What follows belongs to an exercise in optimizing a design on an open flow for small area, a short achievable clock period and few clock cycles per item; a production flow would make more cautious choices. At most, simulation tests tie the RTL to the original design; equivalence was not proved.

Design ashlar_ctl, start of the top module:
module ashlar_ctl (
    input  wire         clk,
    input  wire         rst,
    input  wire         in_valid,
    output wire         in_ready,
    input  wire [1:0]   in_op,         
    input  wire [159:0] in_word,
    input  wire [127:0] in_wdata,
    input  wire [15:0]  in_wmask,
    output wire         out_valid,
    output wire [1:0]   out_outcome,   
    output wire [3:0]   out_column,
    output wire [31:0]  out_synd,
    output wire [127:0] out_data,
    output wire [31:0]  out_check,
    input  wire         erase_en,
    input  wire         clr_counts,
    input  wire         clr_erase,
    output wire         erased,
    output wire [3:0]   erased_col,
    input  wire [3:0]   csr_sel,
    output reg  [31:0]  csr_rdata
);
export LEC_CHECK = 0
export CAP_MARGIN = 20
export CORE_MARGIN = 2
export CORE_UTILIZATION = 55
export CTS_BUF_LIST = sky130_fd_sc_hd__clkbuf_16
export CTS_CLUSTER_DIAMETER = 80
export CTS_CLUSTER_SIZE = 20
export SLEW_MARGIN = 20
create_clock -name core_clock -period 14.0 [get_ports {clk}]
standard.sh (not shown) runs the stock make flow with config.mk's settings and CLKGATE_MAP_FILE= SYNTH_SCRIPT=/design/flow/synth_recipe.tcl, a recipe that flattens the netlist after the stock synthesis.
==> flow/flow/run.sh <==
#!/bin/bash
set -e
export SETUP_SLACK_MARGIN=6.75
export BUFFER_PORTS_ARGS="-buffer_cell sky130_fd_sc_hd__buf_1"
bash standard.sh > standard.log 2>&1
Testbench counts at the start, summed over its fixed seeds: cycles 24,016, items 24,000.
Next try:
--- a/flow/design.v
+++ b/flow/design.v
@@ -246,68 +246,52 @@
             result[8*i +: 8] = mdata[8*i +: 8] ^ (fixb[i] ? ((i % 2) ? s01 : s00) : 8'h00);
         end
     end
     wire [7:0] d80, d90, d81, d91;
     ashlar_delta u_dl0 (.s0(s00), .s1(s10), .d8(d80), .d9(d90));
     ashlar_delta u_dl1 (.s0(s01), .s1(s11), .d8(d81), .d9(d91));
     wire fixk0 = |(fixb & 16'h5555);
     wire fixk1 = |(fixb & 16'hAAAA);
-    wire [1:0]  outcome = is_poison ? OC_POISON : clean_both ? OC_CLEAN
+    assign out_outcome = is_poison ? OC_POISON : clean_both ? OC_CLEAN
                         : corrected ? OC_CORRECTED : OC_UNCORR;
-    wire [31:0] check   = menc
+    assign out_check   = menc
                         ^ {fixk1 ? d91 : 8'h00, fixk0 ? d90 : 8'h00,
                            fixk1 ? d81 : 8'h00, fixk0 ? d80 : 8'h00}
                         ^ (bad ? POISON_XOR : 32'd0);
-    reg         v3;
-    reg [1:0]   outcome3;
-    reg [3:0]   column3;
-    reg [31:0]  synd3;
-    reg [127:0] data3;
-    reg [31:0]  check3;
-    always @(posedge clk) begin
-        if (rst)
-            v3 <= 1'b0;
-        else
-            v3 <= v2;
-        outcome3 <= outcome;
-        column3  <= column;
-        synd3    <= synd;
-        data3    <= result;
-        check3   <= check;
-    end
-    assign out_valid   = v3;
-    assign out_outcome = outcome3;
-    assign out_column  = column3;
-    assign out_synd    = synd3;
-    assign out_data    = data3;
-    assign out_check   = check3;
+    assign out_valid   = v2;
+    assign out_column  = column;
+    assign out_synd    = synd;
+    assign out_data    = result;
     reg  [31:0] ce_count, ue_count;
     reg  [31:0] col_ce [0:9];
     reg  [31:0] tq;        
     wire ce_inc = v2 && corrected;
     wire ue_inc = v2 && uncorr;
     wire [31:0] ce_nx, ue_nx, tq_nx;
     wire        ce_ones, ue_ones, tq_ones;
     ashlar_inc32 u_ce (.x(ce_count), .en(ce_inc), .y(ce_nx), .all_ones(ce_ones));
     ashlar_inc32 u_ue (.x(ue_count), .en(ue_inc), .y(ue_nx), .all_ones(ue_ones));
     ashlar_inc32 u_tq (.x(tq), .en(ce_inc && ce_count[1:0] != 2'd2), .y(tq_nx), .all_ones(tq_ones));
     reg        nq;         
     reg        fv;         
     reg  [9:0] fa, fb;
     reg  [3:0] sidx;       
+    reg  een;
+    always @(posedge clk)
+        een <= erase_en;
     wire ce_hi = &ce_count[31:3];
-    wire slow  = !mark && (!nq || ce_hi);
+    wire slow  = een && !mark && (!nq || ce_hi);
     wire scan  = slow && !fv && !v2;
     assign in_ready = !slow || (fv && !v2);
-    reg  [9:0]  pick;      
+    reg  [9:0]  pick;
     reg  [31:0] cnt;
     always @(*) begin
         for (i = 0; i < 10; i = i + 1)
-            pick[i] = scan ? (sidx == i) : coh[i];
+            pick[i] = scan ? (sidx == i) : (pz0[i] | pz1[i]);
         cnt = 32'd0;
         for (i = 0; i < 10; i = i + 1)
             cnt = cnt | (pick[i] ? col_ce[i] : 32'd0);
     end
     reg  [31:0] cnt_inc;
     reg  [32:0] cpre;
     integer k;
     always @(*) begin
@@ -329,17 +313,17 @@
     reg  [9:0] qual;
     reg        mark_next;
     reg  [3:0] mark_col_next;
     always @(*) begin
         for (i = 0; i < 10; i = i + 1)
             qual[i] = fv ? (coh[i] ? fb[i] : fa[i]) : (coh[i] && b_val);
         mark_next     = mark;
         mark_col_next = mark_col;
-        if (ce_inc && erase_en && !mark) begin
+        if (ce_inc && een && !mark) begin
             for (i = 9; i >= 0; i = i - 1) begin
                 if (qual[i]) begin
                     mark_next     = 1'b1;
                     mark_col_next = i[3:0];
                 end
             end
         end
     end
After rerunning:
- setup slack is worse by 51 ps
- fmax fell slightly
- core utilization grows by 0.31 points
- synthesized area fell by a little under a tenth
- synthesized cell count goes down by a few percent
- sequential share of layout area goes down by 5.3 points
- worst hold slack is better by 170 ps
- die area is lower by a little under a tenth
- routed wire length went down by a few percent
- global-route usage rises by 2.1 points
- via count falls slightly
Function not checked in the second run of this note: the RTL went through the layout flow alone.

==> separate check: timing with driven ports <==
The results above use ideal ports. As a check the final layouts listed here were re-extracted and re-timed, cells and wires unchanged.
Step 1 (the two cells are an assumption about what drives the block):
set clk [get_ports {clk}]
set_driving_cell -lib_cell sky130_fd_sc_hd__clkbuf_16 $clk
set_driving_cell -lib_cell sky130_fd_sc_hd__buf_2 [delete_from_list [all_inputs] $clk]
Step 2, shift: input delay + t, output delay - t, t = (earliest + latest rising clock arrival at the registers) / 2. This alone moves slack from input paths to output paths.
Slacks: no drivers / after step 1 / after step 2; pairs: no drivers / after step 1.
run | t, ns | slack for setup (ns) | latest minus earliest clock arrival (ns) | slew at the worst register clock pin (ns)
the first run | 0.710 | 6.784 / 6.734 / 6.734 | 0.030 / 0.029 | 0.10 / 0.10
the second run | 0.661 | 6.733 / 6.687 / 6.687 | 0.044 / 0.043 | 0.09 / 0.09
After both steps setup and hold are still met in every run listed. The setup slack of the first run, which loses most, moves by -0.050 ns with the drivers and by -0.050 ns with both steps.
